What follows belongs to an exercise in optimizing a design on an open flow for small area, a short achievable clock period and few clock cycles per item; a production flow would make more cautious choices.
No functional check of the RTL was part of this run.

File: flow/config.mk
export PLATFORM = sky130hd
export DESIGN_NAME = scr_engine
export DESIGN_NICKNAME = scr_engine
export VERILOG_FILES = /design/flow/design.v
export SDC_FILE = /design/flow/constraint.sdc
export NUM_CORES = 4
export LEC_CHECK = 0
export CAP_MARGIN = 20
export CORE_MARGIN = 2
export CORE_UTILIZATION = 40
export SLEW_MARGIN = 20
File: flow/constraint.sdc
create_clock -name core_clock -period 110.0 [get_ports {clk}]
set_input_delay 22.0000 -clock core_clock [delete_from_list [all_inputs] [get_ports {clk}]]
set_output_delay 22.0000 -clock core_clock [all_outputs]
set_load 0.01 [all_outputs]
File: flow/design.v
module scr_engine (
    input  wire        clk,
    input  wire        rst,
    input  wire        cfg_we,
    input  wire [3:0]  cfg_addr,
    input  wire [31:0] cfg_wdata,
    input  wire        in_valid,
    output reg         in_ready,
    input  wire [14:0] in_x,
    input  wire [17:0] in_y,
    input  wire [7:0]  in_value,
    input  wire [1:0]  in_tag,
    input  wire [1:0]  in_fmt,
    output reg         tone_re,
    output wire [10:0] tone_addr0,
    output wire [10:0] tone_addr1,
    input  wire [15:0] tone_rdata0,
    input  wire [15:0] tone_rdata1,
    output reg         tile_re,
    output reg  [17:0] tile_addr,
    input  wire [15:0] tile_rdata,
    output reg         out_valid,
    output reg  [3:0]  out_code,
    output reg  [11:0] out_tone,
    output reg  [7:0]  out_base,
    output reg  [7:0]  out_slope
);
    localparam R      = 3;                   
    localparam MAIN_N = (19 + R - 1) / R;    
    localparam PRE_N  = (8 + R - 1) / R;     
    localparam MW     = MAIN_N * R;
    localparam PW     = PRE_N * R;
    reg [7:0]  tile_tag;             
    reg        tone_bank;            
    reg [15:0] gain   [0:3];
    reg [15:0] offset [0:3];
    reg [7:0]  shift  [0:3];         
    reg [3:0]  sh_dirty;             
    reg [7:0]  hm1    [0:3];
    reg [7:0]  wm1    [0:3];
    reg [15:0] ph_y   [0:3];
    reg [15:0] ph_x   [0:3];
    reg [63:0] ps_map;
    wire [3:0] cfg_a1 = cfg_addr - 4'd1;
    wire [3:0] cfg_a5 = cfg_addr - 4'd5;
    wire [3:0] cfg_a9 = cfg_addr - 4'd9;
    wire [1:0] cfg_i1 = cfg_a1[1:0];
    wire [1:0] cfg_i5 = cfg_a5[1:0];
    wire [1:0] cfg_i9 = cfg_a9[1:0];
    wire       sh_wb;
    wire [1:0] sh_wb_k;
    wire [7:0] sh_wb_val;
    integer r;
    always @(posedge clk) begin
        if (rst) begin
            tile_tag  <= 8'hE4;
            tone_bank <= 1'b0;
            ps_map    <= 64'hFEDC_BA98_7654_3210;
            sh_dirty  <= 4'd0;
            for (r = 0; r < 4; r = r + 1) begin
                gain[r]   <= 16'h1000;
                offset[r] <= 16'h0000;
                shift[r]  <= 8'h00;
                hm1[r]    <= 8'hFF;
                wm1[r]    <= 8'hFF;
                ph_y[r]   <= 16'h0000;
                ph_x[r]   <= 16'h0000;
            end
        end else if (cfg_we) begin
            case (cfg_addr)
                4'd0: begin
                    tile_tag  <= cfg_wdata[15:8];
                    tone_bank <= cfg_wdata[4];
                end
                4'd1, 4'd2, 4'd3, 4'd4: begin
                    gain[cfg_i1]   <= cfg_wdata[31:16];
                    offset[cfg_i1] <= cfg_wdata[15:0];
                end
                4'd5, 4'd6, 4'd7, 4'd8: begin
                    shift[cfg_i5]    <= cfg_wdata[23:16];
                    sh_dirty[cfg_i5] <= 1'b1;
                    hm1[cfg_i5]      <= cfg_wdata[15:8];
                    wm1[cfg_i5]      <= cfg_wdata[7:0];
                end
                4'd9, 4'd10, 4'd11, 4'd12: begin
                    ph_y[cfg_i9] <= cfg_wdata[31:16];
                    ph_x[cfg_i9] <= cfg_wdata[15:0];
                end
                4'd13: ps_map[31:0]  <= cfg_wdata;
                4'd14: ps_map[63:32] <= cfg_wdata;
                default: ;
            endcase
        end else if (sh_wb) begin
            shift[sh_wb_k]    <= sh_wb_val;
            sh_dirty[sh_wb_k] <= 1'b0;
        end
    end
    reg        a_v;
    reg [14:0] a_x;
    reg [17:0] a_y;
    reg [7:0]  a_val;
    reg [1:0]  a_tag;
    reg [1:0]  a_fmt;
    always @(posedge clk) begin
        if (rst)           a_v <= 1'b0;
        else if (in_ready) a_v <= in_valid;
        if (in_ready) begin
            a_x   <= in_x;
            a_y   <= in_y;
            a_val <= in_value;
            a_tag <= in_tag;
            a_fmt <= in_fmt;
        end
    end
    wire [15:0]        a_gain = gain[a_tag];
    wire [15:0]        a_off  = offset[a_tag];
    wire [23:0]        a_prod = a_val * a_gain;
    wire signed [25:0] a_sum  = $signed({2'b00, a_prod})
                              + $signed({{6{a_off[15]}}, a_off, 4'b1000});
    wire signed [21:0] a_us   = a_sum[25:4];
    wire [15:0]        a_u    = a_us[21] ? 16'h0000 :
                                (a_us > 22'sh00FF00) ? 16'hFF00 : a_us[15:0];
    reg  [3:0]  a_j;
    always @(*) begin
        case (a_fmt)
            2'd1:    a_j = a_val[0] ? 4'd15 : 4'd0;
            2'd2:    a_j = a_val[1:0] * 4'd5;
            default: a_j = a_val[3:0];
        endcase
    end
    wire        a_ps = (a_fmt != 2'd0);
    reg [17:0] cy;                   
    reg [15:0] cx;                   
    reg [3:0]  cv;                   
    reg [7:0]  cty [0:3];
    reg [7:0]  ctx [0:3];
    wire [1:0] a_k     = tile_tag[2*a_tag +: 2];
    wire       a_line  = (a_y == cy) && ({1'b0, a_x} == cx);
    wire       a_hit   = a_ps | (a_line & cv[a_k]);
    reg        b_wait;               
    wire       a_go    = a_v & ~b_wait;
    wire       a_miss  = a_go & ~a_hit;
    wire       e_done;               
    wire [7:0] e_ty, e_tx;
    wire       adv     = (a_go & a_hit & ~a_ps) | e_done;
    reg        b_v;
    reg        b_ps;
    reg [3:0]  b_pscode;
    reg [2:0]  b_bt;                 
    reg [7:0]  b_i;
    reg [7:0]  b_i1;
    reg [7:0]  b_f;
    reg [1:0]  b_k;
    reg [7:0]  b_ty;
    reg [7:0]  b_tx;
    always @(posedge clk) begin
        if (rst) begin
            b_v    <= 1'b0;
            b_wait <= 1'b0;
        end else if (!b_wait) begin
            b_v    <= a_v;
            b_wait <= a_miss;
        end else if (e_done) begin
            b_wait <= 1'b0;
        end
        if (!b_wait) begin
            b_ps     <= a_ps;
            b_pscode <= ps_map[4*a_j +: 4];
            b_bt     <= {tone_bank, a_tag};
            b_i      <= a_u[15:8];
            b_i1     <= a_u[15:8] + 8'd1;
            b_f      <= a_u[7:0];
            b_k      <= a_k;
            tone_re  <= a_v & ~a_ps;
        end
        if (!b_wait) begin
            b_ty <= cty[a_k];
            b_tx <= ctx[a_k];
        end else if (e_done) begin
            b_ty <= e_ty;
            b_tx <= e_tx;
        end
    end
    always @(posedge clk) begin
        if (rst)          in_ready <= 1'b1;
        else if (!b_wait) in_ready <= ~a_miss;
        else if (e_done)  in_ready <= 1'b1;
    end
    assign tone_addr0 = {b_bt, b_i};
    assign tone_addr1 = {b_bt, b_i1};
    integer j;
    always @(posedge clk) begin
        if (rst || cfg_we) begin
            cv <= 4'd0;
        end else begin
            if (a_miss && !a_line) begin
                cv <= 4'd0;
                cy <= a_y;
                cx <= {1'b0, a_x};
            end else if (adv) begin
                cx <= cx + 16'd1;
            end
            if (e_done) cv[b_k] <= 1'b1;
        end
        for (j = 0; j < 4; j = j + 1) begin
            if (e_done && b_k == j[1:0]) begin
                cty[j] <= e_ty;
                ctx[j] <= (e_tx == wm1[j]) ? 8'd0 : e_tx + 8'd1;
            end else if (adv) begin
                ctx[j] <= (ctx[j] == wm1[j]) ? 8'd0 : ctx[j] + 8'd1;
            end
        end
    end
    reg          e_pre;              
    reg [2:0]    e_cnt;
    reg [MW-1:0] e_yy;               
    reg [MW-1:0] e_as;               
    reg [7:0]    e_rem;              
    reg [7:0]    e_r;                
    wire [8:0]  e_th  = {1'b0, hm1[b_k]} + 9'd1;
    wire [8:0]  e_tw  = {1'b0, wm1[b_k]} + 9'd1;
    wire [9:0]  e_tw2 = {e_tw, 1'b0};
    wire [7:0]  e_sh  = shift[b_k];
    wire [PW-1:0] e_shp = {{(PW-8){1'b0}}, e_sh};
    wire [7:0] rem_c [0:R];
    wire [7:0] r_c   [0:R];
    assign rem_c[0] = e_rem;
    assign r_c[0]   = e_r;
    genvar g;
    generate
        for (g = 0; g < R; g = g + 1) begin : row
            wire       ybit = e_pre ? 1'b0 : e_yy[MW-1-g];
            wire [8:0] t    = {rem_c[g], ybit};
            wire       qb   = (t >= e_th) & ~e_pre;
            wire [8:0] tn   = qb ? (t - e_th) : t;
            assign rem_c[g+1] = tn[7:0];
            wire       abit = e_pre ? e_shp[PW-1-R*e_cnt-g] : e_as[MW-1-g];
            wire [9:0] v    = {1'b0, r_c[g], abit} + (qb ? {2'b00, e_sh} : 10'd0);
            wire [9:0] vn   = (v >= e_tw2) ? (v - e_tw2) :
                              (v >= {1'b0, e_tw}) ? (v - {1'b0, e_tw}) : v;
            assign r_c[g+1] = vn[7:0];
        end
    endgenerate
    assign e_done    = b_wait & ~e_pre & (e_cnt == MAIN_N - 1);
    assign e_ty      = rem_c[R];
    assign e_tx      = r_c[R];
    assign sh_wb     = b_wait & e_pre & (e_cnt == PRE_N - 1);
    assign sh_wb_k   = b_k;
    assign sh_wb_val = r_c[R];
    wire [18:0] a_yy = a_y + ph_y[a_k];
    wire [16:0] a_as = a_x + ph_x[a_k];
    always @(posedge clk) begin
        if (!b_wait) begin
            e_pre <= sh_dirty[a_k];
            e_cnt <= 3'd0;
            e_yy  <= {{(MW-19){1'b0}}, a_yy};
            e_as  <= {{(MW-17){1'b0}}, a_as};
            e_rem <= 8'd0;
            e_r   <= 8'd0;
        end else if (e_pre) begin
            e_cnt <= (e_cnt == PRE_N - 1) ? 3'd0 : e_cnt + 3'd1;
            e_pre <= (e_cnt != PRE_N - 1);
            e_r   <= (e_cnt == PRE_N - 1) ? 8'd0 : r_c[R];
        end else begin
            e_cnt <= e_cnt + 3'd1;
            e_yy  <= e_yy << R;
            e_as  <= e_as << R;
            e_rem <= rem_c[R];
            e_r   <= r_c[R];
        end
    end
    reg        c_v;
    reg        c_ps;
    reg [3:0]  c_pscode;
    reg [7:0]  c_f;
    always @(posedge clk) begin
        if (rst) c_v <= 1'b0;
        else     c_v <= b_v & ~b_wait;
        c_ps      <= b_ps;
        c_pscode  <= b_pscode;
        c_f       <= b_f;
        tile_re   <= b_v & ~b_wait & ~b_ps;
        tile_addr <= {b_k, b_ty, b_tx};
    end
    reg        d_v;
    reg        d_ps;
    reg [3:0]  d_pscode;
    reg [7:0]  d_f;
    reg [11:0] d_e0;
    reg [11:0] d_e1;
    always @(posedge clk) begin
        if (rst) d_v <= 1'b0;
        else     d_v <= c_v;
        d_ps     <= c_ps;
        d_pscode <= c_pscode;
        d_f      <= c_f;
        d_e0     <= tone_rdata0[11:0];
        d_e1     <= tone_rdata1[11:0];
    end
    wire signed [12:0] d_diff = $signed({1'b0, d_e1}) - $signed({1'b0, d_e0});
    wire signed [21:0] d_prod = d_diff * $signed({1'b0, d_f}) + 22'sd128;
    wire signed [13:0] d_step = d_prod[21:8];
    wire [11:0]        d_T    = d_e0 + d_step[11:0];
    reg        e_v;
    reg        e_ps;
    reg [3:0]  e_pscode;
    reg [11:0] e_T;
    reg [7:0]  e_B;
    reg [7:0]  e_S;
    always @(posedge clk) begin
        if (rst) e_v <= 1'b0;
        else     e_v <= d_v;
        e_ps     <= d_ps;
        e_pscode <= d_pscode;
        e_T      <= d_T;
        e_B      <= tile_rdata[15:8];
        e_S      <= tile_rdata[7:0];
    end
    wire signed [13:0] e_d    = $signed({2'b00, e_T}) - $signed({2'b00, e_B, 4'b0000});
    wire [20:0]        e_rmp  = e_d[11:0] * e_S + 21'd128;
    wire [12:0]        e_c    = e_rmp[20:8];
    wire [3:0]         e_code = (e_d <= 14'sd0) ? 4'd0
                              : (e_c > 13'd15) ? 4'd15 : e_c[3:0];
    always @(posedge clk) begin
        if (rst) out_valid <= 1'b0;
        else     out_valid <= e_v;
        out_code  <= e_ps ? e_pscode : e_code;
        out_tone  <= e_ps ? 12'd0 : e_T;
        out_base  <= e_ps ? 8'd0 : e_B;
        out_slope <= e_ps ? 8'd0 : e_S;
    end
endmodule
File: flow/run.sh
#!/bin/bash
# synth_recipe.tcl (not shown) runs the flow's synth.tcl, then flattens the netlist and writes it again
# the make line also repeats each setting of config.mk as NAME=value (left out here)
make -C /OpenROAD-flow-scripts/flow DESIGN_CONFIG=/design/flow/config.mk WORK_HOME=/design/flow/orfs CLKGATE_MAP_FILE= SYNTH_SCRIPT=/design/flow/synth_recipe.tcl finish
==> notes.md <==
logic make-up after synthesis:
group	after synthesis	synth area share [%]
AOI/OAI and AO/OA	703	8.48
xor gates and xnor gates	371	6.16
adders and majority gates	585	17.0
buffers and inverters	657	4.68
DFF	835	42.1
muxes	193	6.64
and+or+nand+nor	1519	14.9
cell usage after synthesis, types with 26 or more instances:
cell      count  area [um^2]
dfxtp_1     253         5060
o21a_1       27          203
inv_1       437         1640
a21o_1       60          450
edfxtp_1    582        17500
nor2_1      186          698
nor3_1       47          235
and2_1      383         2400
nand3b_1     37          278
o21bai_1     67          503
xnor2_1     222         1940
o22ai_1      29          181
clkbuf_1    184          691
a21oi_1     228         1140
mux4_2      127         2860
nand4_1      26          163
o21ai_0     121          606
or2_2        66          413
and3_1       81          507
fa_1        240         4800
nand2b_1     60          375
nand2_1     429         1610
mux2i_1      42          420
ha_1        343         4290
xor2_1      145         1270
nor2b_1      93          582
nand3_1      57          285
registers in the layout, summed over array words and instances (netlist names), 15 cells and up, named ones only:
register and flops:
ctx 32, hm1 32, cty 32, cy 18, a_y 18, tile_addr 18
e_as 21, gain 64, wm1 32, a_x 15, ph_y 64, offset 64
ps_map 64, cx 16, ph_x 64, shift 32, e_yy 21
layer usage:
| layer | track usage [%] | vias up |
|---|---|---|
| met5 | 0 | - |
| met4 | 6.14 | 14 |
| met3 | 3.02 | 193 |
| met2 | 33.9 | 822 |
| met1 | 28.1 | 17900 |
| li1 | - | 17100 |
area by class of cell:
class	count	area, um^2
clock buffers	113	2450
diodes	3	7.51
fillers	12400	72700
repair buffers	255	2410
well taps	1768	2210
inverters	438	1650
multi-input cells	3371	28500
clock inverters	54	603
flip-flops and latches	835	22500
worst register-to-register path, delay by kind of cell, from the launching register on:
family | cells | cell delay (ns)
AOI/OAI and AO/OA | 34 | 8.56
adders and majority gates | 8 | 3.04
and+or+nand+nor | 12 | 2.09
buffers and inverters | 8 | 1.66
xor gates and xnor gates | 4 | 1.35
muxes | 2 | 0.98
DFF | 1 | 0.30
stage by stage:
stage | hold WS, ns | utilization (%)
CTS | 0.317 | 45.4
floorplan | 0.310 | -
detailed placement | 0.312 | 43.1
finish | 0.319 | 45.4
global route | 0.322 | 45.4
global placement | 0.311 | 43.1
worst max path at each step:
stage / startpoint / to / slack [ns]
CTS: cfg_addr[0] / hm1[0][0]$_SDFFCE_PN1P_ / 84.43
floorplan: cfg_addr[0] / gain[3][0]$_DFFE_PP_ / 85.33
detailed placement: cfg_addr[0] / hm1[0][0]$_SDFFCE_PN1P_ / 83.69
finish: cfg_addr[0] / wm1[0][0]$_SDFFCE_PN1P_ / 84.27
global placement: cfg_addr[0] / wm1[0][1]$_SDFFCE_PN1P_ / 83.71
global route: cfg_addr[0] / hm1[0][0]$_SDFFCE_PN1P_ / 84.02
==> notes.md <==
- Vias: approximately 36000
- Die ar.: around 140000 um^2
- CP peak stage delay: approximately 0.94 ns
- Clk sink count: between 800 and 900
- Layout Skew: between 0.06 and 0.07 ns
- Vias in the first global route: 36700
- GRT Total Usage: 20.6%
- R2R cell count: a little under 70
- FFs w/ async S/R, synth: 0%
- Clock-pin slew on the worst setup and hold paths: 0.06 ns
- WL met2: ~66000 um
- Setup repair after global routing missed its margin: false
- Slew @ Worst Pin: 1.15 ns
- Syn-to-layout area delta: 12.9%
- Setup ws final: between 80 and 90 ns
- Overall routed net length: 140000 um
- Max-Cap Viols: 0
- Outcome: no timing/DRC/antenna violations
- Layout cell share with drive strength beyond 1: a little under a tenth
- Largest net degree at the start of global routing: between 60 and 70
- Most used DFF post-synth: edfxtp_1
- Worst Hold Path EP: d_f[2]$_DFF_P_
- Critical path class: primary input to flop
- Crit path cell chain: clkdlybuf4s50_1 > inv_1 > ha_1 > o31ai_1 > o21ai_0 > and2_1 > nor2b_2 > buf_4 > nand3_1 > nand2b_1
- Final Hold Fails: 0
- R2R setup slack: about 90 ns
- Global-route wire length before repair: 217000 um
- Crit-path max FO: 29
- I/O Pins: ~210
- Die Y: 370 um
- Placer congestion estimate: 0.948
- 1st-iter DRT viols: approximately 2700
- Slew Viols, Final: 0
- Depth of the CTS H-tree: 3
- Antenna violations before repair: 14
- DR top layer: met5
- CTS tree: done
- Delay-heaviest family, CP: simple AND/OR/NAND/NOR gates
- DP HPWL: roughly 99000 um
- Final cell count without fillers: about 6800
- Hold Path Cell Cnt: 0
- Fin area: between 60000 and 70000 um^2
- Tcrit/Tclk final: a little under a quarter
- Max Freq: between 30 and 40 MHz
- Synth warn: 3
- # Post-CTS Setup Buffers: 0
- Crit path capture type: flop
- Most common cell after layout, fill and taps aside: edfxtp_1
- Die X: between 300 and 400 um
- Required @ worst endpoint: between 100 and 150 ns
- CTS Root Cell: clkbuf_16
- Setup TNS: 0 ns
- Hold Path Class: flop to flop
- Maximum clock path buffer count: 3
- Number of cells on the critical path: 10
- Met3 wire len: roughly 7700 um
- Seq cells post-synth: about 840
- Post-synth EDFFs: approximately 580
- Data arrival time of the worst path: 26.05 ns
- R2r endpoint: ctx[2][7]$_DFFE_PP_
- Register area share after synthesis: about 42%
- DP Cell Count: ~6700
- Worst skew pair latency: 0.71 ns
- Avg Cell Area, Syn: 11.0 um^2
- PostCTS Resize Cnt: 0
- TritonCTS Buffers: 92
- Hold_sp: c_f[2]$_DFF_P_
- Post-Syn Instances: ~5000
- Dpl cell area: ~57000 um^2
- DR DRC count: 0
- Pre-CTS setup slack: approximately 84 ns
- Syn_nets: 5579
- Most frequent cells in the layout: edfxtp_1, inv_1, nand2_1
- Slowest cell on crit path: nand2b_1
- Final setup fails: 0
- Final min period: 25.73 ns
- Antenna-violating nets left: 0
- DRT Pass-1 Iters: 6
- Setup crit start kind: primary input
- GR Overflow Total: 0
- Worst Path Buf+Inv: 3
- Unique masters post-synth: 91
- Core area: between 100000 and 150000 um^2
- PortBufs: 200
- Mapped Area: roughly 53000 um^2
- DR vias/cell: approximately 5.3
- WL met1: just over 60000 um
- WL per Instance: a little over 20 um
- Effective utilization at floorplan: 40.2%
- Slew Limit Headroom: 23.4%
- Fin nets: ~5700
- Row count: 134
- CTS Hold Bufs: 0

## afterwards: timing with drivers on the ports
In the flow no input, the clock included, has a driving cell. The finished layout below was timed again as built, in two steps.
Step 1: set_driving_cell puts a clkbuf_16 on clk and a buf_2 on each other input, an assumption about the parent block.
Step 2, shift: input delay + t, output delay - t, t = (earliest + latest rising clock arrival at the registers) / 2. This alone moves slack from input paths to output paths.
Slacks: ideal / step 1 / step 2; pairs: ideal / step 1.
t, ns: 0.754
setup slack, ns: 84.272 / 84.257 / 83.503
pins driven straight from the clock port: 1
After both steps setup and hold are still met in this run. The setup slack of this run moves by -0.015 ns with the drivers and by -0.769 ns with both steps.
